This is an optimization exercise on Yosys and OpenROAD, whose aim is small area and a short achievable clock period, not a production implementation. Function was checked by simulation only, so behaviour that the tests miss may differ from the original. Power and IR drop assume default switching activity.

## flow/design.v (module list and top-level ports; edited modules follow where they fit)
// module til_lane: 742 lines
// module til_fa: 10 lines
// module til_ha: 9 lines
// module til_lane_unit: 221 lines
module til_lane_unit #(
    parameter LANES = 4
) (
    input                    clk,
    input                    rst,
    input                    issue,
    input  [35:0]            instr,
    input  [LANES*18-1:0]    opa,
    input  [LANES*18-1:0]    opb,
    input  [LANES-1:0]       a_end,
    input  [LANES-1:0]       assigned,
    input                    batch_start,
    input                    flag_clr,
    output [LANES-1:0]       wr_en,
    output [LANES*18-1:0]    wr_data,
    output [LANES-1:0]       pred,
    output [LANES*4-1:0]     flags,
    output reg               trap,
    output reg [3:0]         trap_code
);
  // ...
==> flow/flow/run.sh <==
#!/bin/bash
# Layout flow: the standard ORFS flow (standard.sh, standard synthesis
# unchanged) with three changes.
#  - SETUP_SLACK_MARGIN=9: repair_timing is asked for more setup slack than
#    the 18 ns constraint needs, so that it keeps shortening the worst path.
#  - TNS_END_PERCENT=0: it works on the worst endpoint only.
#  - BUFFER_PORTS_ARGS: every input and output port still gets its own
#    buffer, but a buf_2 rather than the default clkdlybuf4s50_1 delay cell.
# make's output goes to flow.log; each ORFS step writes its own log under
# orfs/logs/.
set -euo pipefail
bash standard.sh SETUP_SLACK_MARGIN=9 TNS_END_PERCENT=0 \
    'BUFFER_PORTS_ARGS=-buffer_cell sky130_fd_sc_hd__buf_2' finish > flow.log 2>&1
==> flow/standard.sh <==
#!/bin/bash
# synth_recipe.tcl (not shown) runs the flow's synth.tcl, then flattens the netlist and writes it again
# the make line also repeats each setting of config.mk as NAME=value (left out here)
make -C /OpenROAD-flow-scripts/flow DESIGN_CONFIG=/design/flow/config.mk WORK_HOME=/design/flow/orfs CLKGATE_MAP_FILE= SYNTH_SCRIPT=/design/flow/synth_recipe.tcl "${@:-finish}"
==> flow/config.mk <==
export PLATFORM = sky130hd
export DESIGN_NAME = til_lane_unit
export DESIGN_NICKNAME = til_lane_unit
export VERILOG_FILES = /design/flow/design.v
export SDC_FILE = /design/flow/constraint.sdc
export NUM_CORES = 8
export LEC_CHECK = 0
export ABC_AREA = 1
export CAP_MARGIN = 20
export CORE_MARGIN = 2
export CORE_UTILIZATION = 50
export PLACE_DENSITY = 0.6
export SLEW_MARGIN = 20
export SYNTH_HIERARCHICAL = 1
==> flow/constraint.sdc <==
create_clock -name core_clock -period 18.0 [get_ports {clk}]
set_input_delay 3.6000 -clock core_clock [delete_from_list [all_inputs] [get_ports {clk}]]
set_output_delay 3.6000 -clock core_clock [all_outputs]
set_load 0.01 [all_outputs]
==> flow_summary_export.csv, run 1 <==
group,metric,value,unit
layout,diodes,19,
worst_hold_path,hold_path_class,"reg -> reg",
global_routing,antenna_found_initial,31,
global_routing,grt_usage,47.29,%
timing,finalSetupViolCount,0,
setup_path,rr_endpoint,"g_lane[1].u_lane.acc1[33]",
detailed_routing,first_pass_iters,11,
setup_path,r2r_slack,11.09,ns
setup_path,endpoint,"g_lane[0].u_lane.wr_data[5]",
global_routing,grt_max_degree,90,
flow_run,maxCapViolations,0,
floorplan,start_util,50.36,%
clock_network,post_cts_buffers,122,
timing,worst_pin_slew,1.357,ns
timing,rsz0062_at_grt,"yes",
placement,dpl_cell_area,96740,um2
status,run_status,"no timing/DRC/antenna violations",
placement,gp_congestion,1.068,
layout,drive_gt1_share,10.97,%
power,switching_share,60.36,%
detailed_routing,vias_per_cell,6.606,
layout,fin_util,55.45,%
clock_network,clk_latency,0.73,ns
floorplan,die_h,436.2,um
power,p_comb_share,91.1,%
timing,fin_setup_tns,0,ns
setup_path,r2r_cells,23,
clock_network,cts_root_buf,"clkbuf_16",
setup_path,worst_path_most_repeated_cell,"nand2_1",
==> module til_lane, before the edit <==
module til_lane (
    input             clk,
    input             rst,
    input             batch_start,
    input             flag_clr,
    input             exec,
    input      [31:0] ctl,
    input             opc0,
    input             bg,
    input             accen,
    input      [2:0]  v,
    input      [8:0]  bfld,
    input             tsl,
    input             tsh,
    input      [22:0] nth,
    input      [19:1] fsel,
    input      [17:0] a,
    input      [17:0] b,
    input             a_end,
    input             assigned,
    output reg        p,
    output reg [3:0]  flags,
    output reg        wr_en,
    output reg [17:0] wr_data
);
    reg [41:0] acc0, acc1;
    reg        sat0, sat1, sgn0, sgn1;
    wire en = exec & (p | ctl[27]);
    wire [19:0] xm = {{2{v[1] & a[17]}}, a};
    wire [20:0] y  = {{2{v[0] & b[17]}}, b, 1'b0};
    wire [19:0] pp [0:9];
    wire [9:0]  bneg;
    wire [9:0]  ppc;
    genvar i, j;
    generate
        for (i = 0; i < 10; i = i + 1) begin : g_booth
            wire y2 = y[2*i+2];
            wire y1 = y[2*i+1];
            wire y0 = y[2*i];
            wire one = (y1 ^ y0) & bg;
            wire two = ((y2 & ~y1 & ~y0) | (~y2 & y1 & y0)) & bg;
            assign bneg[i] = y2 ^ opc0;
            assign pp[i][0] = (one & xm[0]) ^ bneg[i];
            for (j = 1; j < 20; j = j + 1) begin : g_pp
                assign pp[i][j] = ((one & xm[j]) | (two & xm[j-1])) ^ bneg[i];
            end
            assign ppc[i] = ((one & xm[19]) | (two & xm[18])) ^ !bneg[i];
        end
    endgenerate
    wire [18:0] xt   = {a[17] & (v[0] | v[1]), a};
    wire [42:0] xt43 = {{24{xt[18]}}, xt};
    wire [42:0] tpre = xt43 << bfld[4:0];
    wire [42:0] trow = ({43{tsl}} & tpre) | ({43{tsh}} & {tpre[10:0], 32'd0});
    wire        trown42 = !(tsl & tpre[42]) & !(tsh & tpre[10]);
    wire [19:1] fit;
    generate
        for (i = 1; i < 19; i = i + 1) begin : g_fit
            assign fit[i] = (xt[18:i-1] == {(19-i+1){xt[18]}});
        end
    endgenerate
    assign fit[19] = 1'b1;
    wire unfit = |(fsel & ~fit);
    wire [41:0] acc0v   = sat0 ? {sgn0, {41{~sgn0}}} : acc0;
    wire [41:0] acc1v   = sat1 ? {sgn1, {41{~sgn1}}} : acc1;
    wire [41:0] acc_cur = v[2] ? acc1v : acc0v;
    wire [41:0] accr    = acc_cur & {42{accen}};
    wire [41:0] accrn   = ~acc_cur | {42{!accen}};
    wire [41:0] nin     = ctl[13] ? {24'd0, a} : acc_cur;
    wire hs0, hc0;
    til_ha u_hs0 (.a(bneg[6]), .b(accr[12]), .s(hs0), .co(hc0));
    wire hs1, hc1;
    til_ha u_hs1 (.a(accr[13]), .b(pp[0][13]), .s(hs1), .co(hc1));
    wire fs0, fc0;
    til_fa u_fs0 (.a(bneg[7]), .b(accr[14]), .c(pp[0][14]), .s(fs0), .co(fc0));
    wire hs2, hc2;
    til_ha u_hs2 (.a(pp[1][12]), .b(pp[2][10]), .s(hs2), .co(hc2));
    wire fs1, fc1;
    til_fa u_fs1 (.a(accr[15]), .b(pp[0][15]), .c(pp[1][13]), .s(fs1), .co(fc1));
    wire hs3, hc3;
    til_ha u_hs3 (.a(pp[2][11]), .b(pp[3][9]), .s(hs3), .co(hc3));
    wire fs2, fc2;
    til_fa u_fs2 (.a(bneg[8]), .b(accr[16]), .c(pp[0][16]), .s(fs2), .co(fc2));
    wire fs3, fc3;
    til_fa u_fs3 (.a(pp[1][14]), .b(pp[2][12]), .c(pp[3][10]), .s(fs3), .co(fc3));
    wire hs4, hc4;
    til_ha u_hs4 (.a(pp[4][8]), .b(pp[5][6]), .s(hs4), .co(hc4));
    wire fs4, fc4;
    til_fa u_fs4 (.a(accr[17]), .b(pp[0][17]), .c(pp[1][15]), .s(fs4), .co(fc4));
    wire fs5, fc5;
    til_fa u_fs5 (.a(pp[2][13]), .b(pp[3][11]), .c(pp[4][9]), .s(fs5), .co(fc5));
    wire hs5, hc5;
    til_ha u_hs5 (.a(pp[5][7]), .b(pp[6][5]), .s(hs5), .co(hc5));
    wire fs6, fc6;
    til_fa u_fs6 (.a(bneg[9]), .b(accr[18]), .c(pp[0][18]), .s(fs6), .co(fc6));
    wire fs7, fc7;
    til_fa u_fs7 (.a(pp[1][16]), .b(pp[2][14]), .c(pp[3][12]), .s(fs7), .co(fc7));
    wire fs8, fc8;
    til_fa u_fs8 (.a(pp[4][10]), .b(pp[5][8]), .c(pp[6][6]), .s(fs8), .co(fc8));
    wire hs6, hc6;
    til_ha u_hs6 (.a(pp[7][4]), .b(pp[8][2]), .s(hs6), .co(hc6));
    wire fs9, fc9;
    til_fa u_fs9 (.a(1'b1), .b(accr[19]), .c(ppc[0]), .s(fs9), .co(fc9));
    wire fs10, fc10;
    til_fa u_fs10 (.a(pp[1][17]), .b(pp[2][15]), .c(pp[3][13]), .s(fs10), .co(fc10));
    wire fs11, fc11;
    til_fa u_fs11 (.a(pp[4][11]), .b(pp[5][9]), .c(pp[6][7]), .s(fs11), .co(fc11));
    wire fs12, fc12;
    til_fa u_fs12 (.a(pp[7][5]), .b(pp[8][3]), .c(pp[9][1]), .s(fs12), .co(fc12));
    wire fs13, fc13;
    til_fa u_fs13 (.a(1'b1), .b(accr[20]), .c(pp[1][18]), .s(fs13), .co(fc13));
    wire fs14, fc14;
    til_fa u_fs14 (.a(pp[2][16]), .b(pp[3][14]), .c(pp[4][12]), .s(fs14), .co(fc14));
    wire fs15, fc15;
    til_fa u_fs15 (.a(pp[5][10]), .b(pp[6][8]), .c(pp[7][6]), .s(fs15), .co(fc15));
    wire hs7, hc7;
    til_ha u_hs7 (.a(pp[8][4]), .b(pp[9][2]), .s(hs7), .co(hc7));
    wire fs16, fc16;
    til_fa u_fs16 (.a(accr[21]), .b(ppc[1]), .c(pp[2][17]), .s(fs16), .co(fc16));
    wire fs17, fc17;
    til_fa u_fs17 (.a(pp[3][15]), .b(pp[4][13]), .c(pp[5][11]), .s(fs17), .co(fc17));
    wire fs18, fc18;
    til_fa u_fs18 (.a(pp[6][9]), .b(pp[7][7]), .c(pp[8][5]), .s(fs18), .co(fc18));
    wire fs19, fc19;
    til_fa u_fs19 (.a(1'b1), .b(accr[22]), .c(pp[2][18]), .s(fs19), .co(fc19));
    wire fs20, fc20;
    til_fa u_fs20 (.a(pp[3][16]), .b(pp[4][14]), .c(pp[5][12]), .s(fs20), .co(fc20));
    wire hs8, hc8;
    til_ha u_hs8 (.a(pp[6][10]), .b(pp[7][8]), .s(hs8), .co(hc8));
    wire fs21, fc21;
    til_fa u_fs21 (.a(accr[23]), .b(ppc[2]), .c(pp[3][17]), .s(fs21), .co(fc21));
    wire fs22, fc22;
    til_fa u_fs22 (.a(pp[4][15]), .b(pp[5][13]), .c(pp[6][11]), .s(fs22), .co(fc22));
    wire fs23, fc23;
    til_fa u_fs23 (.a(1'b1), .b(accr[24]), .c(pp[3][18]), .s(fs23), .co(fc23));
    wire hs9, hc9;
    til_ha u_hs9 (.a(pp[4][16]), .b(pp[5][14]), .s(hs9), .co(hc9));
    wire fs24, fc24;
    til_fa u_fs24 (.a(accr[25]), .b(ppc[3]), .c(pp[4][17]), .s(fs24), .co(fc24));
    wire hs10, hc10;
    til_ha u_hs10 (.a(1'b1), .b(accr[26]), .s(hs10), .co(hc10));
    wire hs11, hc11;
    til_ha u_hs11 (.a(bneg[3]), .b(accr[6]), .s(hs11), .co(hc11));
    wire hs12, hc12;
    til_ha u_hs12 (.a(accr[7]), .b(pp[0][7]), .s(hs12), .co(hc12));
    wire fs25, fc25;
    til_fa u_fs25 (.a(bneg[4]), .b(accr[8]), .c(pp[0][8]), .s(fs25), .co(fc25));
    wire hs13, hc13;
    til_ha u_hs13 (.a(pp[1][6]), .b(pp[2][4]), .s(hs13), .co(hc13));
    wire fs26, fc26;
    til_fa u_fs26 (.a(accr[9]), .b(pp[0][9]), .c(pp[1][7]), .s(fs26), .co(fc26));
    wire hs14, hc14;
    til_ha u_hs14 (.a(pp[2][5]), .b(pp[3][3]), .s(hs14), .co(hc14));
    wire fs27, fc27;
    til_fa u_fs27 (.a(bneg[5]), .b(accr[10]), .c(pp[0][10]), .s(fs27), .co(fc27));
    wire fs28, fc28;
    til_fa u_fs28 (.a(pp[1][8]), .b(pp[2][6]), .c(pp[3][4]), .s(fs28), .co(fc28));
    wire hs15, hc15;
    til_ha u_hs15 (.a(pp[4][2]), .b(pp[5][0]), .s(hs15), .co(hc15));
    wire fs29, fc29;
    til_fa u_fs29 (.a(accr[11]), .b(pp[0][11]), .c(pp[1][9]), .s(fs29), .co(fc29));
    wire fs30, fc30;
    til_fa u_fs30 (.a(pp[2][7]), .b(pp[3][5]), .c(pp[4][3]), .s(fs30), .co(fc30));
    wire hs16, hc16;
    til_ha u_hs16 (.a(pp[5][1]), .b(trow[11]), .s(hs16), .co(hc16));
    wire fs31, fc31;
    til_fa u_fs31 (.a(pp[0][12]), .b(pp[1][10]), .c(pp[2][8]), .s(fs31), .co(fc31));
    wire fs32, fc32;
    til_fa u_fs32 (.a(pp[3][6]), .b(pp[4][4]), .c(pp[5][2]), .s(fs32), .co(fc32));
    wire fs33, fc33;
    til_fa u_fs33 (.a(pp[6][0]), .b(hs0), .c(trow[12]), .s(fs33), .co(fc33));
    wire fs34, fc34;
    til_fa u_fs34 (.a(pp[1][11]), .b(pp[2][9]), .c(pp[3][7]), .s(fs34), .co(fc34));
    wire fs35, fc35;
    til_fa u_fs35 (.a(pp[4][5]), .b(pp[5][3]), .c(pp[6][1]), .s(fs35), .co(fc35));
    wire fs36, fc36;
    til_fa u_fs36 (.a(hc0), .b(hs1), .c(trow[13]), .s(fs36), .co(fc36));
    wire fs37, fc37;
    til_fa u_fs37 (.a(pp[3][8]), .b(pp[4][6]), .c(pp[5][4]), .s(fs37), .co(fc37));
    wire fs38, fc38;
    til_fa u_fs38 (.a(pp[6][2]), .b(pp[7][0]), .c(hc1), .s(fs38), .co(fc38));
    wire fs39, fc39;
    til_fa u_fs39 (.a(hs2), .b(fs0), .c(trow[14]), .s(fs39), .co(fc39));
    wire fs40, fc40;
    til_fa u_fs40 (.a(pp[4][7]), .b(pp[5][5]), .c(pp[6][3]), .s(fs40), .co(fc40));
    wire fs41, fc41;
    til_fa u_fs41 (.a(pp[7][1]), .b(hc2), .c(hs3), .s(fs41), .co(fc41));
    wire fs42, fc42;
    til_fa u_fs42 (.a(fc0), .b(fs1), .c(trow[15]), .s(fs42), .co(fc42));
    wire fs43, fc43;
    til_fa u_fs43 (.a(pp[6][4]), .b(pp[7][2]), .c(pp[8][0]), .s(fs43), .co(fc43));
    wire fs44, fc44;
    til_fa u_fs44 (.a(hc3), .b(hs4), .c(fc1), .s(fs44), .co(fc44));
    wire fs45, fc45;
    til_fa u_fs45 (.a(fs2), .b(fs3), .c(trow[16]), .s(fs45), .co(fc45));
    wire fs46, fc46;
    til_fa u_fs46 (.a(pp[7][3]), .b(pp[8][1]), .c(hc4), .s(fs46), .co(fc46));
    wire fs47, fc47;
    til_fa u_fs47 (.a(hs5), .b(fc2), .c(fc3), .s(fs47), .co(fc47));
    wire fs48, fc48;
    til_fa u_fs48 (.a(fs4), .b(fs5), .c(trow[17]), .s(fs48), .co(fc48));
    wire fs49, fc49;
    til_fa u_fs49 (.a(pp[9][0]), .b(hc5), .c(hs6), .s(fs49), .co(fc49));
    wire fs50, fc50;
    til_fa u_fs50 (.a(fc4), .b(fc5), .c(fs6), .s(fs50), .co(fc50));
    wire fs51, fc51;
    til_fa u_fs51 (.a(fs7), .b(fs8), .c(trow[18]), .s(fs51), .co(fc51));
    wire fs52, fc52;
    til_fa u_fs52 (.a(hc6), .b(fc6), .c(fc7), .s(fs52), .co(fc52));
    wire fs53, fc53;
    til_fa u_fs53 (.a(fc8), .b(fs9), .c(fs10), .s(fs53), .co(fc53));
    wire fs54, fc54;
    til_fa u_fs54 (.a(fs11), .b(fs12), .c(trow[19]), .s(fs54), .co(fc54));
    wire fs55, fc55;
    til_fa u_fs55 (.a(hs7), .b(fc9), .c(fc10), .s(fs55), .co(fc55));
    wire fs56, fc56;
    til_fa u_fs56 (.a(fc11), .b(fc12), .c(fs13), .s(fs56), .co(fc56));
    wire fs57, fc57;
    til_fa u_fs57 (.a(fs14), .b(fs15), .c(trow[20]), .s(fs57), .co(fc57));
    wire fs58, fc58;
    til_fa u_fs58 (.a(pp[9][3]), .b(hc7), .c(fc13), .s(fs58), .co(fc58));
    wire fs59, fc59;
    til_fa u_fs59 (.a(fc14), .b(fc15), .c(fs16), .s(fs59), .co(fc59));
    wire fs60, fc60;
    til_fa u_fs60 (.a(fs17), .b(fs18), .c(trow[21]), .s(fs60), .co(fc60));
    wire fs61, fc61;
    til_fa u_fs61 (.a(pp[8][6]), .b(pp[9][4]), .c(hs8), .s(fs61), .co(fc61));
    wire fs62, fc62;
    til_fa u_fs62 (.a(fc16), .b(fc17), .c(fc18), .s(fs62), .co(fc62));
    wire fs63, fc63;
    til_fa u_fs63 (.a(fs19), .b(fs20), .c(trow[22]), .s(fs63), .co(fc63));
    wire fs64, fc64;
    til_fa u_fs64 (.a(pp[7][9]), .b(pp[8][7]), .c(pp[9][5]), .s(fs64), .co(fc64));
    wire fs65, fc65;
    til_fa u_fs65 (.a(hc8), .b(fc19), .c(fc20), .s(fs65), .co(fc65));
    wire fs66, fc66;
    til_fa u_fs66 (.a(fs21), .b(fs22), .c(trow[23]), .s(fs66), .co(fc66));
    wire fs67, fc67;
    til_fa u_fs67 (.a(pp[6][12]), .b(pp[7][10]), .c(pp[8][8]), .s(fs67), .co(fc67));
    wire fs68, fc68;
    til_fa u_fs68 (.a(pp[9][6]), .b(hs9), .c(fc21), .s(fs68), .co(fc68));
    wire fs69, fc69;
    til_fa u_fs69 (.a(fc22), .b(fs23), .c(trow[24]), .s(fs69), .co(fc69));
    wire fs70, fc70;
    til_fa u_fs70 (.a(pp[5][15]), .b(pp[6][13]), .c(pp[7][11]), .s(fs70), .co(fc70));
    wire fs71, fc71;
    til_fa u_fs71 (.a(pp[8][9]), .b(pp[9][7]), .c(hc9), .s(fs71), .co(fc71));
    wire fs72, fc72;
    til_fa u_fs72 (.a(fc23), .b(fs24), .c(trow[25]), .s(fs72), .co(fc72));
    wire fs73, fc73;
    til_fa u_fs73 (.a(pp[4][18]), .b(pp[5][16]), .c(pp[6][14]), .s(fs73), .co(fc73));
    wire fs74, fc74;
    til_fa u_fs74 (.a(pp[7][12]), .b(pp[8][10]), .c(pp[9][8]), .s(fs74), .co(fc74));
    wire fs75, fc75;
    til_fa u_fs75 (.a(hs10), .b(fc24), .c(trow[26]), .s(fs75), .co(fc75));
    wire fs76, fc76;
    til_fa u_fs76 (.a(accr[27]), .b(ppc[4]), .c(pp[5][17]), .s(fs76), .co(fc76));
    wire fs77, fc77;
    til_fa u_fs77 (.a(pp[6][15]), .b(pp[7][13]), .c(pp[8][11]), .s(fs77), .co(fc77));
    wire fs78, fc78;
    til_fa u_fs78 (.a(pp[9][9]), .b(hc10), .c(trow[27]), .s(fs78), .co(fc78));
    wire fs79, fc79;
    til_fa u_fs79 (.a(1'b1), .b(accr[28]), .c(pp[5][18]), .s(fs79), .co(fc79));
    wire fs80, fc80;
    til_fa u_fs80 (.a(pp[6][16]), .b(pp[7][14]), .c(pp[8][12]), .s(fs80), .co(fc80));
    wire hs17, hc17;
    til_ha u_hs17 (.a(pp[9][10]), .b(trow[28]), .s(hs17), .co(hc17));
    wire fs81, fc81;
    til_fa u_fs81 (.a(accr[29]), .b(ppc[5]), .c(pp[6][17]), .s(fs81), .co(fc81));
    wire fs82, fc82;
    til_fa u_fs82 (.a(pp[7][15]), .b(pp[8][13]), .c(pp[9][11]), .s(fs82), .co(fc82));
    wire fs83, fc83;
    til_fa u_fs83 (.a(1'b1), .b(accr[30]), .c(pp[6][18]), .s(fs83), .co(fc83));
    wire hs18, hc18;
    til_ha u_hs18 (.a(pp[7][16]), .b(pp[8][14]), .s(hs18), .co(hc18));
    wire fs84, fc84;
    til_fa u_fs84 (.a(accr[31]), .b(ppc[6]), .c(pp[7][17]), .s(fs84), .co(fc84));
    wire hs19, hc19;
    til_ha u_hs19 (.a(1'b1), .b(accr[32]), .s(hs19), .co(hc19));
    wire hs20, hc20;
    til_ha u_hs20 (.a(bneg[1]), .b(accr[2]), .s(hs20), .co(hc20));
    wire hs21, hc21;
    til_ha u_hs21 (.a(accr[3]), .b(pp[0][3]), .s(hs21), .co(hc21));
    wire fs85, fc85;
    til_fa u_fs85 (.a(bneg[2]), .b(accr[4]), .c(pp[0][4]), .s(fs85), .co(fc85));
    wire hs22, hc22;
    til_ha u_hs22 (.a(pp[1][2]), .b(pp[2][0]), .s(hs22), .co(hc22));
    wire fs86, fc86;
    til_fa u_fs86 (.a(accr[5]), .b(pp[0][5]), .c(pp[1][3]), .s(fs86), .co(fc86));
    wire hs23, hc23;
    til_ha u_hs23 (.a(pp[2][1]), .b(trow[5]), .s(hs23), .co(hc23));
    wire fs87, fc87;
    til_fa u_fs87 (.a(pp[0][6]), .b(pp[1][4]), .c(pp[2][2]), .s(fs87), .co(fc87));
    wire fs88, fc88;
    til_fa u_fs88 (.a(pp[3][0]), .b(hs11), .c(trow[6]), .s(fs88), .co(fc88));
    wire fs89, fc89;
    til_fa u_fs89 (.a(pp[1][5]), .b(pp[2][3]), .c(pp[3][1]), .s(fs89), .co(fc89));
    wire fs90, fc90;
    til_fa u_fs90 (.a(hc11), .b(hs12), .c(trow[7]), .s(fs90), .co(fc90));
    wire fs91, fc91;
    til_fa u_fs91 (.a(pp[3][2]), .b(pp[4][0]), .c(hc12), .s(fs91), .co(fc91));
    wire fs92, fc92;
    til_fa u_fs92 (.a(hs13), .b(fs25), .c(trow[8]), .s(fs92), .co(fc92));
    wire fs93, fc93;
    til_fa u_fs93 (.a(pp[4][1]), .b(hc13), .c(hs14), .s(fs93), .co(fc93));
    wire fs94, fc94;
    til_fa u_fs94 (.a(fc25), .b(fs26), .c(trow[9]), .s(fs94), .co(fc94));
    wire fs95, fc95;
    til_fa u_fs95 (.a(hc14), .b(hs15), .c(fc26), .s(fs95), .co(fc95));
    wire fs96, fc96;
    til_fa u_fs96 (.a(fs27), .b(fs28), .c(trow[10]), .s(fs96), .co(fc96));
    wire fs97, fc97;
    til_fa u_fs97 (.a(hc15), .b(fc27), .c(fc28), .s(fs97), .co(fc97));
    wire fs98, fc98;
    til_fa u_fs98 (.a(fs29), .b(fs30), .c(hs16), .s(fs98), .co(fc98));
    wire fs99, fc99;
    til_fa u_fs99 (.a(fc29), .b(fc30), .c(fs31), .s(fs99), .co(fc99));
    wire fs100, fc100;
    til_fa u_fs100 (.a(fs32), .b(hc16), .c(fs33), .s(fs100), .co(fc100));
    wire fs101, fc101;
    til_fa u_fs101 (.a(fc31), .b(fc32), .c(fs34), .s(fs101), .co(fc101));
    wire fs102, fc102;
    til_fa u_fs102 (.a(fs35), .b(fc33), .c(fs36), .s(fs102), .co(fc102));
    wire fs103, fc103;
    til_fa u_fs103 (.a(fc34), .b(fc35), .c(fs37), .s(fs103), .co(fc103));
    wire fs104, fc104;
    til_fa u_fs104 (.a(fs38), .b(fc36), .c(fs39), .s(fs104), .co(fc104));
    wire fs105, fc105;
    til_fa u_fs105 (.a(fc37), .b(fs40), .c(fc38), .s(fs105), .co(fc105));
    wire fs106, fc106;
    til_fa u_fs106 (.a(fs41), .b(fc39), .c(fs42), .s(fs106), .co(fc106));
    wire fs107, fc107;
    til_fa u_fs107 (.a(fc40), .b(fs43), .c(fc41), .s(fs107), .co(fc107));
    wire fs108, fc108;
    til_fa u_fs108 (.a(fs44), .b(fc42), .c(fs45), .s(fs108), .co(fc108));
    wire fs109, fc109;
    til_fa u_fs109 (.a(fc43), .b(fs46), .c(fc44), .s(fs109), .co(fc109));
    wire fs110, fc110;
    til_fa u_fs110 (.a(fs47), .b(fc45), .c(fs48), .s(fs110), .co(fc110));
    wire fs111, fc111;
    til_fa u_fs111 (.a(fc46), .b(fs49), .c(fc47), .s(fs111), .co(fc111));
    wire fs112, fc112;
    til_fa u_fs112 (.a(fs50), .b(fc48), .c(fs51), .s(fs112), .co(fc112));
    wire fs113, fc113;
    til_fa u_fs113 (.a(fc49), .b(fc50), .c(fs52), .s(fs113), .co(fc113));
    wire fs114, fc114;
    til_fa u_fs114 (.a(fs53), .b(fc51), .c(fs54), .s(fs114), .co(fc114));
    wire fs115, fc115;
    til_fa u_fs115 (.a(fc52), .b(fc53), .c(fs55), .s(fs115), .co(fc115));
    wire fs116, fc116;
    til_fa u_fs116 (.a(fs56), .b(fc54), .c(fs57), .s(fs116), .co(fc116));
    wire fs117, fc117;
    til_fa u_fs117 (.a(fc55), .b(fc56), .c(fs58), .s(fs117), .co(fc117));
    wire fs118, fc118;
    til_fa u_fs118 (.a(fs59), .b(fc57), .c(fs60), .s(fs118), .co(fc118));
    wire fs119, fc119;
    til_fa u_fs119 (.a(fs61), .b(fc58), .c(fc59), .s(fs119), .co(fc119));
    wire fs120, fc120;
    til_fa u_fs120 (.a(fs62), .b(fc60), .c(fs63), .s(fs120), .co(fc120));
    wire fs121, fc121;
    til_fa u_fs121 (.a(fs64), .b(fc61), .c(fc62), .s(fs121), .co(fc121));
    wire fs122, fc122;
    til_fa u_fs122 (.a(fs65), .b(fc63), .c(fs66), .s(fs122), .co(fc122));
    wire fs123, fc123;
    til_fa u_fs123 (.a(fc64), .b(fs67), .c(fc65), .s(fs123), .co(fc123));
    wire fs124, fc124;
    til_fa u_fs124 (.a(fs68), .b(fc66), .c(fs69), .s(fs124), .co(fc124));
    wire fs125, fc125;
    til_fa u_fs125 (.a(fc67), .b(fs70), .c(fs71), .s(fs125), .co(fc125));
    wire fs126, fc126;
    til_fa u_fs126 (.a(fc68), .b(fc69), .c(fs72), .s(fs126), .co(fc126));
    wire fs127, fc127;
    til_fa u_fs127 (.a(fc70), .b(fs73), .c(fs74), .s(fs127), .co(fc127));
    wire fs128, fc128;
    til_fa u_fs128 (.a(fc71), .b(fc72), .c(fs75), .s(fs128), .co(fc128));
    wire fs129, fc129;
    til_fa u_fs129 (.a(fc73), .b(fc74), .c(fs76), .s(fs129), .co(fc129));
    wire fs130, fc130;
    til_fa u_fs130 (.a(fs77), .b(fc75), .c(fs78), .s(fs130), .co(fc130));
    wire fs131, fc131;
    til_fa u_fs131 (.a(fc76), .b(fc77), .c(fs79), .s(fs131), .co(fc131));
    wire fs132, fc132;
    til_fa u_fs132 (.a(fs80), .b(hs17), .c(fc78), .s(fs132), .co(fc132));
    wire fs133, fc133;
    til_fa u_fs133 (.a(fc79), .b(fc80), .c(fs81), .s(fs133), .co(fc133));
    wire fs134, fc134;
    til_fa u_fs134 (.a(fs82), .b(trow[29]), .c(hc17), .s(fs134), .co(fc134));
    wire fs135, fc135;
    til_fa u_fs135 (.a(pp[9][12]), .b(hs18), .c(fc81), .s(fs135), .co(fc135));
    wire fs136, fc136;
    til_fa u_fs136 (.a(fc82), .b(fs83), .c(trow[30]), .s(fs136), .co(fc136));
    wire fs137, fc137;
    til_fa u_fs137 (.a(pp[8][15]), .b(pp[9][13]), .c(hc18), .s(fs137), .co(fc137));
    wire fs138, fc138;
    til_fa u_fs138 (.a(fc83), .b(fs84), .c(trow[31]), .s(fs138), .co(fc138));
    wire fs139, fc139;
    til_fa u_fs139 (.a(pp[7][18]), .b(pp[8][16]), .c(pp[9][14]), .s(fs139), .co(fc139));
    wire fs140, fc140;
    til_fa u_fs140 (.a(hs19), .b(fc84), .c(trow[32]), .s(fs140), .co(fc140));
    wire fs141, fc141;
    til_fa u_fs141 (.a(accr[33]), .b(ppc[7]), .c(pp[8][17]), .s(fs141), .co(fc141));
    wire fs142, fc142;
    til_fa u_fs142 (.a(pp[9][15]), .b(hc19), .c(trow[33]), .s(fs142), .co(fc142));
    wire fs143, fc143;
    til_fa u_fs143 (.a(1'b1), .b(accr[34]), .c(pp[8][18]), .s(fs143), .co(fc143));
    wire hs24, hc24;
    til_ha u_hs24 (.a(pp[9][16]), .b(trow[34]), .s(hs24), .co(hc24));
    wire fs144, fc144;
    til_fa u_fs144 (.a(accr[35]), .b(ppc[8]), .c(pp[9][17]), .s(fs144), .co(fc144));
    wire hs25, hc25;
    til_ha u_hs25 (.a(1'b1), .b(accr[36]), .s(hs25), .co(hc25));
    wire hs26, hc26;
    til_ha u_hs26 (.a(bneg[0]), .b(accr[0]), .s(hs26), .co(hc26));
    wire hs27, hc27;
    til_ha u_hs27 (.a(accr[1]), .b(pp[0][1]), .s(hs27), .co(hc27));
    wire fs145, fc145;
    til_fa u_fs145 (.a(pp[0][2]), .b(pp[1][0]), .c(hs20), .s(fs145), .co(fc145));
    wire fs146, fc146;
    til_fa u_fs146 (.a(pp[1][1]), .b(hc20), .c(hs21), .s(fs146), .co(fc146));
    wire fs147, fc147;
    til_fa u_fs147 (.a(hc21), .b(hs22), .c(fs85), .s(fs147), .co(fc147));
    wire fs148, fc148;
    til_fa u_fs148 (.a(hc22), .b(fc85), .c(fs86), .s(fs148), .co(fc148));
    wire fs149, fc149;
    til_fa u_fs149 (.a(fc86), .b(fs87), .c(hc23), .s(fs149), .co(fc149));
    wire fs150, fc150;
    til_fa u_fs150 (.a(fc87), .b(fs89), .c(fc88), .s(fs150), .co(fc150));
    wire fs151, fc151;
    til_fa u_fs151 (.a(fc89), .b(fs91), .c(fc90), .s(fs151), .co(fc151));
    wire fs152, fc152;
    til_fa u_fs152 (.a(fc91), .b(fs93), .c(fc92), .s(fs152), .co(fc152));
    wire fs153, fc153;
    til_fa u_fs153 (.a(fc93), .b(fs95), .c(fc94), .s(fs153), .co(fc153));
    wire fs154, fc154;
    til_fa u_fs154 (.a(fc95), .b(fs97), .c(fc96), .s(fs154), .co(fc154));
    wire fs155, fc155;
    til_fa u_fs155 (.a(fc97), .b(fs99), .c(fc98), .s(fs155), .co(fc155));
    wire fs156, fc156;
    til_fa u_fs156 (.a(fc99), .b(fs101), .c(fc100), .s(fs156), .co(fc156));
    wire fs157, fc157;
    til_fa u_fs157 (.a(fc101), .b(fs103), .c(fc102), .s(fs157), .co(fc157));
    wire fs158, fc158;
    til_fa u_fs158 (.a(fc103), .b(fs105), .c(fc104), .s(fs158), .co(fc158));
    wire fs159, fc159;
    til_fa u_fs159 (.a(fc105), .b(fs107), .c(fc106), .s(fs159), .co(fc159));
    wire fs160, fc160;
    til_fa u_fs160 (.a(fc107), .b(fs109), .c(fc108), .s(fs160), .co(fc160));
    wire fs161, fc161;
    til_fa u_fs161 (.a(fc109), .b(fs111), .c(fc110), .s(fs161), .co(fc161));
    wire fs162, fc162;
    til_fa u_fs162 (.a(fc111), .b(fs113), .c(fc112), .s(fs162), .co(fc162));
    wire fs163, fc163;
    til_fa u_fs163 (.a(fc113), .b(fs115), .c(fc114), .s(fs163), .co(fc163));
    wire fs164, fc164;
    til_fa u_fs164 (.a(fc115), .b(fs117), .c(fc116), .s(fs164), .co(fc164));
    wire fs165, fc165;
    til_fa u_fs165 (.a(fc117), .b(fs119), .c(fc118), .s(fs165), .co(fc165));
    wire fs166, fc166;
    til_fa u_fs166 (.a(fc119), .b(fs121), .c(fc120), .s(fs166), .co(fc166));
    wire fs167, fc167;
    til_fa u_fs167 (.a(fc121), .b(fs123), .c(fc122), .s(fs167), .co(fc167));
    wire fs168, fc168;
    til_fa u_fs168 (.a(fs125), .b(fc123), .c(fc124), .s(fs168), .co(fc168));
    wire fs169, fc169;
    til_fa u_fs169 (.a(fs127), .b(fc125), .c(fc126), .s(fs169), .co(fc169));
    wire fs170, fc170;
    til_fa u_fs170 (.a(fc127), .b(fs129), .c(fc128), .s(fs170), .co(fc170));
    wire fs171, fc171;
    til_fa u_fs171 (.a(fc129), .b(fs131), .c(fc130), .s(fs171), .co(fc171));
    wire fs172, fc172;
    til_fa u_fs172 (.a(fc131), .b(fs133), .c(fs134), .s(fs172), .co(fc172));
    wire fs173, fc173;
    til_fa u_fs173 (.a(fc133), .b(fs135), .c(fs136), .s(fs173), .co(fc173));
    wire fs174, fc174;
    til_fa u_fs174 (.a(fs137), .b(fc135), .c(fc136), .s(fs174), .co(fc174));
    wire fs175, fc175;
    til_fa u_fs175 (.a(fs139), .b(fc137), .c(fc138), .s(fs175), .co(fc175));
    wire fs176, fc176;
    til_fa u_fs176 (.a(fc139), .b(fs141), .c(fc140), .s(fs176), .co(fc176));
    wire fs177, fc177;
    til_fa u_fs177 (.a(fc141), .b(fs143), .c(hs24), .s(fs177), .co(fc177));
    wire fs178, fc178;
    til_fa u_fs178 (.a(fc143), .b(fs144), .c(trow[35]), .s(fs178), .co(fc178));
    wire fs179, fc179;
    til_fa u_fs179 (.a(pp[9][18]), .b(hs25), .c(fc144), .s(fs179), .co(fc179));
    wire fs180, fc180;
    til_fa u_fs180 (.a(accr[37]), .b(ppc[9]), .c(hc25), .s(fs180), .co(fc180));
    wire hs28, hc28;
    til_ha u_hs28 (.a(1'b1), .b(accr[38]), .s(hs28), .co(hc28));
    wire hs29, hc29;
    til_ha u_hs29 (.a(1'b1), .b(accr[39]), .s(hs29), .co(hc29));
    wire hs30, hc30;
    til_ha u_hs30 (.a(1'b1), .b(accr[40]), .s(hs30), .co(hc30));
    wire hs31, hc31;
    til_ha u_hs31 (.a(pp[0][0]), .b(hs26), .s(hs31), .co(hc31));
    wire fs181, fc181;
    til_fa u_fs181 (.a(hc26), .b(hs27), .c(trow[1]), .s(fs181), .co(fc181));
    wire fs182, fc182;
    til_fa u_fs182 (.a(hc27), .b(trow[2]), .c(fs145), .s(fs182), .co(fc182));
    wire fs183, fc183;
    til_fa u_fs183 (.a(trow[3]), .b(fc145), .c(fs146), .s(fs183), .co(fc183));
    wire fs184, fc184;
    til_fa u_fs184 (.a(trow[4]), .b(fc146), .c(fs147), .s(fs184), .co(fc184));
    wire fs185, fc185;
    til_fa u_fs185 (.a(hs23), .b(fc147), .c(fs148), .s(fs185), .co(fc185));
    wire fs186, fc186;
    til_fa u_fs186 (.a(fc148), .b(fs88), .c(fs149), .s(fs186), .co(fc186));
    wire fs187, fc187;
    til_fa u_fs187 (.a(fs90), .b(fc149), .c(fs150), .s(fs187), .co(fc187));
    wire fs188, fc188;
    til_fa u_fs188 (.a(fs92), .b(fc150), .c(fs151), .s(fs188), .co(fc188));
    wire fs189, fc189;
    til_fa u_fs189 (.a(fs94), .b(fc151), .c(fs152), .s(fs189), .co(fc189));
    wire fs190, fc190;
    til_fa u_fs190 (.a(fs96), .b(fc152), .c(fs153), .s(fs190), .co(fc190));
    wire fs191, fc191;
    til_fa u_fs191 (.a(fs98), .b(fc153), .c(fs154), .s(fs191), .co(fc191));
    wire fs192, fc192;
    til_fa u_fs192 (.a(fc154), .b(fs100), .c(fs155), .s(fs192), .co(fc192));
    wire fs193, fc193;
    til_fa u_fs193 (.a(fs102), .b(fc155), .c(fs156), .s(fs193), .co(fc193));
    wire fs194, fc194;
    til_fa u_fs194 (.a(fs104), .b(fc156), .c(fs157), .s(fs194), .co(fc194));
    wire fs195, fc195;
    til_fa u_fs195 (.a(fs106), .b(fc157), .c(fs158), .s(fs195), .co(fc195));
    wire fs196, fc196;
    til_fa u_fs196 (.a(fs108), .b(fc158), .c(fs159), .s(fs196), .co(fc196));
    wire fs197, fc197;
    til_fa u_fs197 (.a(fs110), .b(fc159), .c(fs160), .s(fs197), .co(fc197));
    wire fs198, fc198;
    til_fa u_fs198 (.a(fs112), .b(fc160), .c(fs161), .s(fs198), .co(fc198));
    wire fs199, fc199;
    til_fa u_fs199 (.a(fs114), .b(fc161), .c(fs162), .s(fs199), .co(fc199));
    wire fs200, fc200;
    til_fa u_fs200 (.a(fs116), .b(fc162), .c(fs163), .s(fs200), .co(fc200));
    wire fs201, fc201;
    til_fa u_fs201 (.a(fs118), .b(fc163), .c(fs164), .s(fs201), .co(fc201));
    wire fs202, fc202;
    til_fa u_fs202 (.a(fs120), .b(fc164), .c(fs165), .s(fs202), .co(fc202));
    wire fs203, fc203;
    til_fa u_fs203 (.a(fs122), .b(fc165), .c(fs166), .s(fs203), .co(fc203));
    wire fs204, fc204;
    til_fa u_fs204 (.a(fs124), .b(fc166), .c(fs167), .s(fs204), .co(fc204));
    wire fs205, fc205;
    til_fa u_fs205 (.a(fs126), .b(fc167), .c(fs168), .s(fs205), .co(fc205));
    wire fs206, fc206;
    til_fa u_fs206 (.a(fs128), .b(fc168), .c(fs169), .s(fs206), .co(fc206));
    wire fs207, fc207;
    til_fa u_fs207 (.a(fs130), .b(fc169), .c(fs170), .s(fs207), .co(fc207));
    wire fs208, fc208;
    til_fa u_fs208 (.a(fs132), .b(fc170), .c(fs171), .s(fs208), .co(fc208));
    wire fs209, fc209;
    til_fa u_fs209 (.a(fc132), .b(fs172), .c(fc171), .s(fs209), .co(fc209));
    wire fs210, fc210;
    til_fa u_fs210 (.a(fc134), .b(fs173), .c(fc172), .s(fs210), .co(fc210));
    wire fs211, fc211;
    til_fa u_fs211 (.a(fs138), .b(fc173), .c(fs174), .s(fs211), .co(fc211));
    wire fs212, fc212;
    til_fa u_fs212 (.a(fs140), .b(fc174), .c(fs175), .s(fs212), .co(fc212));
    wire fs213, fc213;
    til_fa u_fs213 (.a(fs142), .b(fc175), .c(fs176), .s(fs213), .co(fc213));
    wire fs214, fc214;
    til_fa u_fs214 (.a(fc142), .b(fs177), .c(fc176), .s(fs214), .co(fc214));
    wire fs215, fc215;
    til_fa u_fs215 (.a(hc24), .b(fs178), .c(fc177), .s(fs215), .co(fc215));
    wire fs216, fc216;
    til_fa u_fs216 (.a(trow[36]), .b(fs179), .c(fc178), .s(fs216), .co(fc216));
    wire fs217, fc217;
    til_fa u_fs217 (.a(trow[37]), .b(fs180), .c(fc179), .s(fs217), .co(fc217));
    wire fs218, fc218;
    til_fa u_fs218 (.a(hs28), .b(fc180), .c(trow[38]), .s(fs218), .co(fc218));
    wire fs219, fc219;
    til_fa u_fs219 (.a(hc28), .b(hs29), .c(trow[39]), .s(fs219), .co(fc219));
    wire fs220, fc220;
    til_fa u_fs220 (.a(hc29), .b(hs30), .c(trow[40]), .s(fs220), .co(fc220));
    wire fs221, fc221;
    til_fa u_fs221 (.a(accrn[41]), .b(hc30), .c(trow[41]), .s(fs221), .co(fc221));
    wire [43:0] tsum = {1'b1, fc221, fc220, fc219, fc218, fc217, fc216, fc215, fc214, fc213, fc212, fc211, fc210, fc209, fc208, fc207, fc206, fc205, fc204, fc203, fc202, fc201, fc200, fc199, fc198, fc197, fc196, fc195, fc194, fc193, fc192, fc191, fc190, fc189, fc188, fc187, fc186, fc185, fc184, fc183, fc182, fc181, hc31, trow[0]};
    wire [43:0] tcar = {1'b0, trown42, fs221, fs220, fs219, fs218, fs217, fs216, fs215, fs214, fs213, fs212, fs211, fs210, fs209, fs208, fs207, fs206, fs205, fs204, fs203, fs202, fs201, fs200, fs199, fs198, fs197, fs196, fs195, fs194, fs193, fs192, fs191, fs190, fs189, fs188, fs187, fs186, fs185, fs184, fs183, fs182, fs181, hs31};
    wire [43:0] cg0 = tsum & tcar;
    wire [43:0] cp0 = tsum ^ tcar;
    wire [43:0] cg [0:6];
    wire [43:0] cp [0:6];
    assign cg[0] = cg0;
    assign cp[0] = cp0;
    generate
        for (i = 0; i < 6; i = i + 1) begin : g_pfx
            for (j = 0; j < 44; j = j + 1) begin : g_bit
                if ((j >> i) & 1) begin : g_op
                    assign cg[i+1][j] = cg[i][j] | (cp[i][j] & cg[i][((j >> i) << i) - 1]);
                    assign cp[i+1][j] = cp[i][j] & cp[i][((j >> i) << i) - 1];
                end else begin : g_pass
                    assign cg[i+1][j] = cg[i][j];
                    assign cp[i+1][j] = cp[i][j];
                end
            end
        end
    endgenerate
    wire [43:0] ccar = {cg[6][42:0], 1'b0};        
    wire [43:0] ssum = cp0 ^ ccar;
    wire [2:0]  top0 = tsum[43:41] + tcar[43:41];
    wire [2:0]  top1 = tsum[43:41] + tcar[43:41] + 3'd1;
    wire        ovf0 = !(top0 == 3'b000 || top0 == 3'b111);
    wire        ovf1 = !(top1 == 3'b000 || top1 == 3'b111);
    wire        ovf  = ccar[41] ? ovf1 : ovf0;
    wire        big  = ctl[3] & unfit;
    wire        sat_acc = ovf | big;
    wire        sat_neg = big ? xt[18] : ssum[43];
    wire        clr   = rst | batch_start;
    wire        we0   = en & ctl[4] & !v[2];
    wire        we1   = en & ctl[4] &  v[2];
    wire        hold0 = !clr & !we0;
    wire        hold1 = !clr & !we1;
    wire        ld0   = !clr & we0;
    wire        ld1   = !clr & we1;
    wire [41:0] acc0_d = ({42{hold0}} & acc0) | ({42{ld0}} & ssum[41:0]);
    wire [41:0] acc1_d = ({42{hold1}} & acc1) | ({42{ld1}} & ssum[41:0]);
    wire [5:0] ns = bfld[5:0];
    wire       nsg = nin[41];
    reg [42:0] w;           
    reg        sticky;
    integer    k;
    always @(*) begin
        w = {nin, 1'b0};
        sticky = 1'b0;
        if (ns[5]) begin
            sticky = sticky | (|w[31:0]);
            w = {{32{nsg}}, w[42:32]};
        end
        if (ns[4]) begin
            sticky = sticky | (|w[15:0]);
            w = {{16{nsg}}, w[42:16]};
        end
        if (ns[3]) begin
            sticky = sticky | (|w[7:0]);
            w = {{8{nsg}}, w[42:8]};
        end
        if (ns[2]) begin
            sticky = sticky | (|w[3:0]);
            w = {{4{nsg}}, w[42:4]};
        end
        if (ns[1]) begin
            sticky = sticky | (|w[1:0]);
            w = {{2{nsg}}, w[42:2]};
        end
        if (ns[0]) begin
            sticky = sticky | w[0];
            w = {nsg, w[42:1]};
        end
    end
    wire        nguard = w[0];
    wire [18:0] nq     = w[19:1];
    wire [40:18] hiok;
    generate
        for (i = 18; i <= 40; i = i + 1) begin : g_hi
            assign hiok[i] = nth[i-18] | (nin[i] == nsg);
        end
    endgenerate
    wire        ninr   = &hiok;
    wire        nup    = ctl[30] & nguard & (sticky | nq[0]);
    wire [19:0] nr     = {nq[18], nq} + {19'd0, nup};
    wire        n_sfit = (nr[19:17] == 3'b000) | (nr[19:17] == 3'b111);
    wire        n_hi   = ninr ? (v[0] ? (!nr[19] & !n_sfit) : (!nr[19] & nr[18])) : !nsg;
    wire        n_lo   = ninr ? (v[0] ? (nr[19] & !n_sfit) : nr[19]) : nsg;
    wire        sx    = ctl[11];
    wire        inv_a = ctl[9] | (ctl[10] & a[17]);
    wire        use_b = !(ctl[9] | ctl[10]);
    wire        cin   = ctl[8] | inv_a;
    wire [19:0] pa    = {{2{sx & a[17]}}, a} ^ {20{inv_a}};
    wire [19:0] qb    = ({{2{sx & b[17]}}, b} ^ {20{ctl[8]}}) & {20{use_b}};
    wire [19:0] asum  = pa + qb + {19'd0, cin};
    wire        lt    = asum[19];
    wire        eq    = (a == b);
    wire        a_hi  = v[0] ? (!asum[19] & (asum[18] | asum[17])) : (!asum[19] & asum[18]);
    wire        a_lo  = v[0] ? (asum[19] & !(asum[18] & asum[17])) : asum[19];
    reg cond;
    always @(*) begin
        case (v)
            3'd0:    cond = eq;
            3'd1:    cond = !eq;
            3'd2:    cond = lt;
            3'd3:    cond = lt | eq;
            3'd4:    cond = !lt & !eq;
            default: cond = !lt;
        endcase
    end
    wire shl_hi = unfit & !xt[18];
    wire shl_lo = unfit & xt[18];
    wire cv_hi  = !v[1] & v[0] & a[17];
    wire cv_lo  = v[1] & !v[0] & a[17];
    wire sat_hi = (ctl[6] & n_hi) | (ctl[7] & a_hi) | (ctl[12] & shl_hi) | (ctl[14] & cv_hi);
    wire sat_lo = (ctl[6] & n_lo) | (ctl[7] & a_lo) | (ctl[12] & shl_lo) | (ctl[14] & cv_lo);
    wire s_a = ctl[15] | ctl[14] | (ctl[20] & lt) | (ctl[21] & !lt) | (ctl[19] & p);
    wire s_b = (ctl[20] & !lt) | (ctl[21] & lt) | (ctl[19] & !p);
    wire [17:0] raw = ({18{ctl[6] | ctl[13]}}  & nr[17:0])
                    | ({18{ctl[7]}}  & asum[17:0])
                    | ({18{ctl[12]}} & trow[17:0])
                    | ({18{s_a}}     & a)
                    | ({18{s_b}}     & b)
                    | ({18{ctl[16]}} & (a & b))
                    | ({18{ctl[17]}} & (a | b))
                    | ({18{ctl[18]}} & (a ^ b))
                    | ({18{ctl[22]}} & {14'd0, flags});
    wire [17:0] d_val = sat_hi ? {~v[0], {17{1'b1}}} :
                        sat_lo ? {v[0], 17'd0} : raw;
    reg p_next;
    always @(*) begin
        if (ctl[26]) begin
            case (v[1:0])
                2'b00: p_next = 1'b1;
                2'b01: p_next = !p;
                2'b10: p_next = 1'b0;
                default: p_next = assigned;
            endcase
        end else if (ctl[24])
            p_next = ctl[25] ? (p & cond) : cond;
        else
            p_next = p;
    end
    wire       sat_any = sat_hi | sat_lo;
    wire [3:0] fl_set  = {a_end, ctl[29] & sat_any, ctl[6] & sat_any, ctl[4] & sat_acc};
    wire [3:0] fl_clr  = bfld[3:0] & {4{ctl[23]}};
    wire       fkeep   = !(rst | flag_clr);
    wire [3:0] fhold   = {4{fkeep}} & flags & ~({4{en}} & fl_clr);
    wire       facc    = fkeep & en & ctl[4];
    wire [3:0] flags_d = {fhold[3:1] | ({3{fkeep & en}} & fl_set[3:1]),
                          fhold[0] | (facc & big) | (facc & ovf)};
    always @(posedge clk) begin
        acc0 <= acc0_d;
        acc1 <= acc1_d;
        sat0 <= (hold0 & sat0) | (ld0 & sat_acc);
        sat1 <= (hold1 & sat1) | (ld1 & sat_acc);
        if (we0) sgn0 <= sat_neg;
        if (we1) sgn1 <= sat_neg;
        if (rst | batch_start)
            p <= 1'b1;
        else if (en)
            p <= p_next;
        flags <= flags_d;
        wr_en   <= !rst & en & ctl[28];
        wr_data <= d_val;
    end
endmodule
==> module til_lane_unit, before the edit <==
module til_lane_unit #(
    parameter LANES = 4
) (
    input                    clk,
    input                    rst,
    input                    issue,
    input  [35:0]            instr,
    input  [LANES*18-1:0]    opa,
    input  [LANES*18-1:0]    opb,
    input  [LANES-1:0]       a_end,
    input  [LANES-1:0]       assigned,
    input                    batch_start,
    input                    flag_clr,
    output [LANES-1:0]       wr_en,
    output [LANES*18-1:0]    wr_data,
    output [LANES-1:0]       pred,
    output [LANES*4-1:0]     flags,
    output reg               trap,
    output reg [3:0]         trap_code
);
    wire [5:0] opc  = instr[35:30];
    wire [2:0] v    = instr[29:27];
    wire [8:0] dfld = instr[26:18];
    wire [8:0] afld = instr[17:9];
    wire [8:0] bfld = instr[8:0];
    wire v_zero = (v == 3'd0);
    wire d_zero = (dfld == 9'd0);
    wire a_zero = (afld == 9'd0);
    wire b_zero = (bfld == 9'd0);
    reg lane_op;
    reg undefined;
    reg bad_field;
    always @(*) begin
        lane_op   = 1'b0;
        undefined = 1'b0;
        bad_field = 1'b0;
        case (opc)
            6'h00: begin                                    
                lane_op   = 1'b1;
                bad_field = !(v_zero && d_zero && a_zero && b_zero);
            end
            6'h01, 6'h02, 6'h03, 6'h04, 6'h05, 6'h06, 6'h07,
            6'h08, 6'h09, 6'h0C, 6'h0D,
            6'h29, 6'h2A, 6'h2B, 6'h2C: ;                   
            6'h0A: begin                                    
                lane_op   = 1'b1;
                bad_field = !(v_zero && a_zero && b_zero);
            end
            6'h0B: begin                                    
                lane_op   = 1'b1;
                bad_field = !(v_zero && d_zero && a_zero && bfld[8:4] == 5'd0);
            end
            6'h10, 6'h11, 6'h12: begin                      
                lane_op   = 1'b1;
                bad_field = !d_zero;
            end
            6'h13, 6'h14: begin                             
                lane_op   = 1'b1;
                bad_field = v[0] || !d_zero || bfld[8:6] != 3'd0 || bfld[5:0] > 6'd41;
            end
            6'h15: begin                                    
                lane_op   = 1'b1;
                bad_field = !a_zero || bfld[8:6] != 3'd0 || bfld[5:0] > 6'd41;
            end
            6'h16, 6'h17, 6'h1A, 6'h1B: begin               
                lane_op   = 1'b1;
                bad_field = v[2:1] != 2'd0;
            end
            6'h18, 6'h19: begin                             
                lane_op   = 1'b1;
                bad_field = v != 3'b001 || !b_zero;
            end
            6'h1C, 6'h1D: begin                             
                lane_op   = 1'b1;
                bad_field = v[2:1] != 2'd0 || bfld[8:5] != 4'd0 || bfld[4:0] > 5'd17;
            end
            6'h1E: begin                                    
                lane_op   = 1'b1;
                bad_field = v[2] || !b_zero;
            end
            6'h1F: begin                                    
                lane_op   = 1'b1;
                bad_field = !v_zero || !b_zero;
            end
            6'h20, 6'h21, 6'h22, 6'h23: begin               
                lane_op   = 1'b1;
                bad_field = !v_zero;
            end
            6'h24, 6'h25, 6'h26, 6'h27: begin               
                lane_op   = 1'b1;
                bad_field = v[2:1] == 2'b11 || !d_zero;
            end
            6'h28: begin                                    
                lane_op   = 1'b1;
                bad_field = v[2] || !d_zero || !a_zero || !b_zero;
            end
            default: undefined = 1'b1;                      
        endcase
    end
    wire take  = issue && !batch_start;
    wire exec  = take && lane_op && !bad_field;
    always @(posedge clk) begin
        if (rst)
            trap <= 1'b0;
        else
            trap <= take && (undefined || (lane_op && bad_field));
        trap_code <= {2'b00, !undefined, undefined};
    end
    wire op_mac    = (opc == 6'h10);
    wire op_msu    = (opc == 6'h11);
    wire op_mul    = (opc == 6'h12);
    wire op_accld  = (opc == 6'h13);
    wire op_accadd = (opc == 6'h14);
    wire op_narrow = (opc == 6'h15);
    wire op_add    = (opc == 6'h16);
    wire op_sub    = (opc == 6'h17);
    wire op_neg    = (opc == 6'h18);
    wire op_abs    = (opc == 6'h19);
    wire op_min    = (opc == 6'h1A);
    wire op_max    = (opc == 6'h1B);
    wire op_shl    = (opc == 6'h1C);
    wire op_shr    = (opc == 6'h1D);
    wire op_conv   = (opc == 6'h1E);
    wire op_mov    = (opc == 6'h1F);
    wire op_and    = (opc == 6'h20);
    wire op_or     = (opc == 6'h21);
    wire op_xor    = (opc == 6'h22);
    wire op_sel    = (opc == 6'h23);
    wire op_cmp    = (opc[5:2] == 4'b1001);                 
    wire op_setp   = (opc == 6'h28);
    wire op_flagrd = (opc == 6'h0A);
    wire op_flagclr= (opc == 6'h0B);
    wire op_booth  = op_mac | op_msu | op_mul;
    wire op_ld     = op_accld | op_accadd;
    wire bg    = !(opc[2] | (opc[1] & opc[0]));
    wire ten   = !bg;
    wire accen = !opc[1] | opc[2];
    wire tsl = ten && !bfld[5];
    wire tsh = ten &&  bfld[5];
    wire [22:0] nth;
    genvar t;
    generate
        for (t = 0; t < 23; t = t + 1) begin : g_th
            assign nth[t] = (bfld[5:0] > t);
        end
    endgenerate
    wire [5:0] shl_m = 6'd18 - {1'b0, bfld[4:0]} + {5'd0, !v[0]};
    wire [5:0] ld_m  = 6'd43 - bfld[5:0];
    wire [19:1] fsel;
    generate
        for (t = 1; t < 20; t = t + 1) begin : g_fsel
            assign fsel[t] = (op_shl && shl_m == t) ||
                             (op_ld && bfld[5:0] >= 6'd25 && ld_m == t);
        end
    endgenerate
    wire [31:0] ctl;
    assign ctl[0]  = op_booth;                    
    assign ctl[1]  = op_msu;                      
    assign ctl[2]  = !(op_mul | op_accld);        
    assign ctl[3]  = op_ld;                       
    assign ctl[4]  = op_booth | op_ld;            
    assign ctl[5]  = 1'b0;
    assign ctl[6]  = op_narrow;
    assign ctl[7]  = op_add | op_sub | op_neg | op_abs;    
    assign ctl[8]  = op_sub | op_min | op_max | op_cmp;    
    assign ctl[9]  = op_neg;
    assign ctl[10] = op_abs;
    assign ctl[11] = op_cmp ? !opc[0] : v[0];     
    assign ctl[12] = op_shl;
    assign ctl[13] = op_shr;
    assign ctl[14] = op_conv;
    assign ctl[15] = op_mov;
    assign ctl[16] = op_and;
    assign ctl[17] = op_or;
    assign ctl[18] = op_xor;
    assign ctl[19] = op_sel;
    assign ctl[20] = op_min;
    assign ctl[21] = op_max;
    assign ctl[22] = op_flagrd;
    assign ctl[23] = op_flagclr;
    assign ctl[24] = op_cmp;
    assign ctl[25] = opc[1];                      
    assign ctl[26] = op_setp;
    assign ctl[27] = op_sel | op_cmp | op_setp;   
    assign ctl[28] = op_narrow | op_add | op_sub | op_neg | op_abs | op_min |
                     op_max | op_shl | op_shr | op_conv | op_mov | op_and |
                     op_or | op_xor | op_sel | op_flagrd;    
    assign ctl[29] = op_add | op_sub | op_neg | op_abs | op_shl | op_conv;   
    assign ctl[30] = op_narrow & !v[1];           
    assign ctl[31] = 1'b0;
    genvar l;
    generate
        for (l = 0; l < LANES; l = l + 1) begin : g_lane
            til_lane u_lane (
                .clk        (clk),
                .rst        (rst),
                .batch_start(batch_start),
                .flag_clr   (flag_clr),
                .exec       (exec),
                .ctl        (ctl),
                .opc0       (opc[0]),
                .bg         (bg),
                .accen      (accen),
                .v          (v),
                .bfld       (bfld),
                .tsl        (tsl),
                .tsh        (tsh),
                .nth        (nth),
                .fsel       (fsel),
                .a          (opa[l*18 +: 18]),
                .b          (opb[l*18 +: 18]),
                .a_end      (a_end[l]),
                .assigned   (assigned[l]),
                .p          (pred[l]),
                .flags      (flags[l*4 +: 4]),
                .wr_en      (wr_en[l]),
                .wr_data    (wr_data[l*18 +: 18])
            );
        end
    endgenerate
endmodule
==> run 2, diff against run 1 <==
--- a/flow/design.v
+++ b/flow/design.v
@@ -4,6 +4,7 @@
     input             batch_start,
     input             flag_clr,
     input             exec,
+    input             accw,
     input      [31:0] ctl,
     input             opc0,
     input             bg,
@@ -606,8 +607,8 @@
     wire        sat_acc = ovf | big;
     wire        sat_neg = big ? xt[18] : ssum[43];
     wire        clr   = rst | batch_start;
-    wire        we0   = en & ctl[4] & !v[2];
-    wire        we1   = en & ctl[4] &  v[2];
+    wire        we0   = accw & p & !v[2];
+    wire        we1   = accw & p &  v[2];
     wire        hold0 = !clr & !we0;
     wire        hold1 = !clr & !we1;
     wire        ld0   = !clr & we0;
@@ -667,7 +668,8 @@
     wire        cin   = ctl[8] | inv_a;
     wire [19:0] pa    = {{2{sx & a[17]}}, a} ^ {20{inv_a}};
     wire [19:0] qb    = ({{2{sx & b[17]}}, b} ^ {20{ctl[8]}}) & {20{use_b}};
-    wire [19:0] asum  = pa + qb + {19'd0, cin};
+    wire [20:0] asum1 = {pa, cin} + {qb, cin};
+    wire [19:0] asum  = asum1[20:1];
     wire        lt    = asum[19];
     wire        eq    = (a == b);
     wire        a_hi  = v[0] ? (!asum[19] & (asum[18] | asum[17])) : (!asum[19] & asum[18]);
@@ -721,7 +723,7 @@
     wire [3:0] fl_clr  = bfld[3:0] & {4{ctl[23]}};
     wire       fkeep   = !(rst | flag_clr);
     wire [3:0] fhold   = {4{fkeep}} & flags & ~({4{en}} & fl_clr);
-    wire       facc    = fkeep & en & ctl[4];
+    wire       facc    = fkeep & accw & p;
     wire [3:0] flags_d = {fhold[3:1] | ({3{fkeep & en}} & fl_set[3:1]),
                           fhold[0] | (facc & big) | (facc & ovf)};
     always @(posedge clk) begin
@@ -785,6 +787,8 @@
     wire [8:0] afld = instr[17:9];
     wire [8:0] bfld = instr[8:0];
     wire v_zero = (v == 3'd0);
+    wire k_gt41 = bfld[5] & (bfld[4] | (bfld[3] & (bfld[2] | bfld[1])));
+    wire n_gt17 = bfld[4] & (bfld[3] | bfld[2] | bfld[1]);
     wire d_zero = (dfld == 9'd0);
     wire a_zero = (afld == 9'd0);
     wire b_zero = (bfld == 9'd0);
@@ -817,11 +821,11 @@
             end
             6'h13, 6'h14: begin                             
                 lane_op   = 1'b1;
-                bad_field = v[0] || !d_zero || bfld[8:6] != 3'd0 || bfld[5:0] > 6'd41;
+                bad_field = v[0] || !d_zero || bfld[8:6] != 3'd0 || k_gt41;
             end
             6'h15: begin                                    
                 lane_op   = 1'b1;
-                bad_field = !a_zero || bfld[8:6] != 3'd0 || bfld[5:0] > 6'd41;
+                bad_field = !a_zero || bfld[8:6] != 3'd0 || k_gt41;
             end
             6'h16, 6'h17, 6'h1A, 6'h1B: begin               
                 lane_op   = 1'b1;
@@ -833,7 +837,7 @@
             end
             6'h1C, 6'h1D: begin                             
                 lane_op   = 1'b1;
-                bad_field = v[2:1] != 2'd0 || bfld[8:5] != 4'd0 || bfld[4:0] > 5'd17;
+                bad_field = v[2:1] != 2'd0 || bfld[8:5] != 4'd0 || n_gt17;
             end
             6'h1E: begin                                    
                 lane_op   = 1'b1;
@@ -860,6 +864,10 @@
     end
     wire take  = issue && !batch_start;
     wire exec  = take && lane_op && !bad_field;
+    wire acc_grp = (opc[5:2] == 4'b0100) | (opc == 6'h14);            
+    wire acc_ld  = opc[2] | (opc[1] & opc[0]);                        
+    wire accw    = take & acc_grp & d_zero &
+                   !(acc_ld & (v[0] | (bfld[8:6] != 3'd0) | k_gt41));
     always @(posedge clk) begin
         if (rst)
             trap <= 1'b0;
@@ -958,6 +966,7 @@
                 .batch_start(batch_start),
                 .flag_clr   (flag_clr),
                 .exec       (exec),
+                .accw       (accw),
                 .ctl        (ctl),
                 .opc0       (opc[0]),
                 .bg         (bg),
--- a/flow/config.mk
+++ b/flow/config.mk
@@ -8,7 +8,7 @@
 export ABC_AREA = 1
 export CAP_MARGIN = 20
 export CORE_MARGIN = 2
-export CORE_UTILIZATION = 50
-export PLACE_DENSITY = 0.6
+export CORE_UTILIZATION = 35
+export PLACE_DENSITY = 0.42
 export SLEW_MARGIN = 20
 export SYNTH_HIERARCHICAL = 1
==> run 2 against run 1 <==
Against the previous run: clock power rose by 8%; global-route usage fell by 9.8 points; wire length rose by 12%; utilization is 16 points lower; clock skew decreased by 0.017 ns; sequential share of layout area is 0.16 points lower; still clean; sequential power about the same; die area rose by 42%; non-clock buffer count grew 72; largest cell class unchanged; clock-buffer cell count increased by 10.
==> flow_summary_export.csv, run 2 <==
group,metric,value,unit
layout,fin_cells,17080,
power,total_power,25.24,mW
setup_path,r2r_cells,26,
floorplan,row_count,189,
setup_path,worst_path_most_repeated_cell,"fa_1",
layout,drive_gt1_share,11.00,%
setup_path,startpoint_type,"primary input",
floorplan,coreArea,265100,um2
worst_hold_path,hold_path_class,"reg -> reg",
power,p_comb_share,90.8,%
setup_path,critPathArrivalTime,9.99,ns
placement,dp.cells,16750,
setup_path,r2r-start,"g_lane[0].u_lane.sat0",
clock_network,cts-buffers-inserted,60,
clock_network,htree_num_levels,2,
setup_path,end_kind,"register",
placement,dp_slack,5.889,ns
detailed_routing,wl_per_cell,31.01,um
power,p_clk_share,5.1,%
timing,fmax,106.5,MHz
timing,worst_pin_slew,1.227,ns
floorplan,die_h,520.1,um
placement,gp_congestion,0.9832,
clock_network,tritoncts,"done",
timing,final_max_slew_viol_count,0,
setup_path,path_max_fanout,8,
power,p_seq_share,4.1,%
setup_path,r2r_slack,11.25,ns
layout,layout_common_cells,"nand2_1 (2,795), nand3_1 (1,438), o22ai_1 (1,034)",
floorplan,io_pins,294,
timing,rsz0062_at_grt,"yes",
layout,fillCellCount,28310,
timing,layout_min_cycle_time,9.387,ns
detailed_routing,ant_nets,0,
power,switching_share,59.69,%
global_routing,antenna_found_initial,19,
setup_path,startpoint,"instr[30]",
timing,finalSetupViolCount,0,
worst_hold_path,worstHoldStart,"g_lane[3].u_lane.acc1[8]",
worst_hold_path,holdPathEnd,"g_lane[3].u_lane.acc1[8]",
placement,dp_hpwl,396400,um
global_routing,grt_max_degree,107,
global_routing,grt_usage,37.50,%
placement,io_buffers,291,
layout,area_growth,12.28,%
global_routing,grt_pass1_wl,739400,um
power,power_leakage,46.32,nW
detailed_routing,vias,102400,
clock_network,ctsLongestPathBuffers,3,
layout,nNetsFinal,15120,
detailed_routing,drtIter0Drc,11800,
clock_network,clk_pin_slew,0.06,ns
timing,holdWs,0.4634,ns
setup_path,critical-path-max-stage-delay,0.54,ns
detailed_routing,wl,529600,um
setup_path,critical_path_depth,33,
yosys,synth_area_per_cell,6.895,um2
detailed_routing,drc_errors,0,
timing,finalClockSkew,0.02670,ns
setup_path,worst-path-buf-inv,8,
setup_path,rr_endpoint,"g_lane[0].u_lane.acc0[41]",
floorplan,die_width,520.1,um
detailed_routing,vias_per_cell,5.995,
clock_network,holdBufCountCts,0,
status,run_status,"no timing/DRC/antenna violations",
power,power_density,241.1,nW/um2
timing,worst_slack,8.613,ns
power,vdd_drop_max,0.0009586,V
timing,slew-limit-headroom,16.89,%
setup_path,worstPathRequired,18.60,ns
clock_network,clk_latency,0.75,ns
layout,final_common_cell,"nand2_1",
setup_path,crit_slowest_cell,"fa_1",
yosys,syn-cell-area,93230,um2
layout,top_regs,"g_lane.u_lane.acc0 x168, g_lane.u_lane.acc1 x168, g_lane.u_lane.wr_data x72",
timing,hold_viol_final,0,
yosys,netlist_instances,13520,
flow_run,maxCapViolations,0,
yosys,ys_warn_count,8,
worst_hold_path,whs_path_depth,2,
global_routing,grt_pass1_vias,98520,
setup_path,path_delay_family,"adder cells",
clock_network,clock-sinks,451,
timing,fin_setup_tns,0,ns
power,p_sw,15.06,mW
floorplan,die_area,270500,um2
floorplan,start_util,35.17,%
power,p_int,10.17,mW
global_routing,overflow,0,
detailed_routing,first_pass_iters,9,
clock_network,cts_root_buf,"clkbuf_16",
setup_path,critPathKind,"in -> reg",
timing,finalCritPeriodShare,52.15,%
==> run 2: worst max path at each step <==
stage                                      to  slack, ns
floorplan           g_lane[0].u_lane.flags[0]       8.68
global placement    g_lane[0].u_lane.flags[0]       5.92
detailed placement  g_lane[0].u_lane.flags[0]       5.89
CTS                     g_lane[0].u_lane.sat0       8.74
global route            g_lane[0].u_lane.sat1       8.45
finish              g_lane[0].u_lane.acc0[41]       8.61
==> run 2: worst reg2reg max path, delay by kind of cell (launching register included) <==
family                     cells  cell delay, ns
adders and majority gates      6            2.63
AOI/OAI and AO/OA             10            1.33
DFF                            1            0.38
buffers and inverters          2            0.80
and+or+nand+nor                8            1.46
==> run 2: timing repair <==
item                                    in CTS  in global routing
pin swaps                                   53                 67
gates cloned                                19                 13
setup buffers                              108                 74
endpoints found under the setup margin     376                313
gates resized for setup                    410                223
==> run 2: routing by layer <==
metal  routed length [um]  global-route usage [%]
met1               221300                   49.83
met2               235200                   58.56
met3                39820                   5.644
met4                33120                   19.94
met5                  126                       0
==> run 2: final cells by class <==
cell class / count / area, um2 / area share [%]
Clock buffer: 86 / 1769 / 1.690
Timing Repair inverter: 11 / 78.83 / 0.07530
Timing Repair Buffer: 779 / 6250 / 5.970
Inverter: 1134 / 4408 / 4.211
Antenna cell: 12 / 30.03 / 0.02869
Tap cell: 3533 / 4420 / 4.223
Clock inverter: 24 / 319.1 / 0.3048
Sequential cell: 451 / 9109 / 8.702
Multi-Input combinational cell: 11050 / 78300 / 74.80
==> run 2: metrics by stage <==
stage          util (%)  cell area, um2
2_1_floorplan         -           93550
3_3_place_gp      36.92           97860
3_5_place_dp      36.93           97910
4_1_cts           38.81          102900
5_1_grt           39.48          104700
6_report          39.49          104700
==> run 2: power groups by stage <==
stage	Sequential, mW	Clock, mW	Combinational, mW
final	1.04	1.29	22.9
after global placement	1.06	0	20.9
after floorplan	1.07	0	12.9
after global routing	1.04	1.35	24.6
after detailed placement	1.06	0	20.9
after CTS	1.04	1.31	22.1

-- port drivers added, routing unchanged --
How much do the figures lean on ideal ports? The routed layouts below were timed once more, with nothing changed but the port constraints.
Step 1 assumes that a clkbuf_16 drives the clock port and a buf_2 every other input.
Step 2 also shifts input and output timing later by t, the mid clock arrival at the registers, as if the neighbouring blocks saw the same clock.
Slacks: no drivers / after step 1 / after step 2; pairs: no drivers / after step 1.
run	t (ns)	slack for setup (ns)
run 1	0.818	8.477 / 8.413 / 7.595
run 2	0.839	8.613 / 8.557 / 7.719
After both steps every run listed still meets setup and hold.
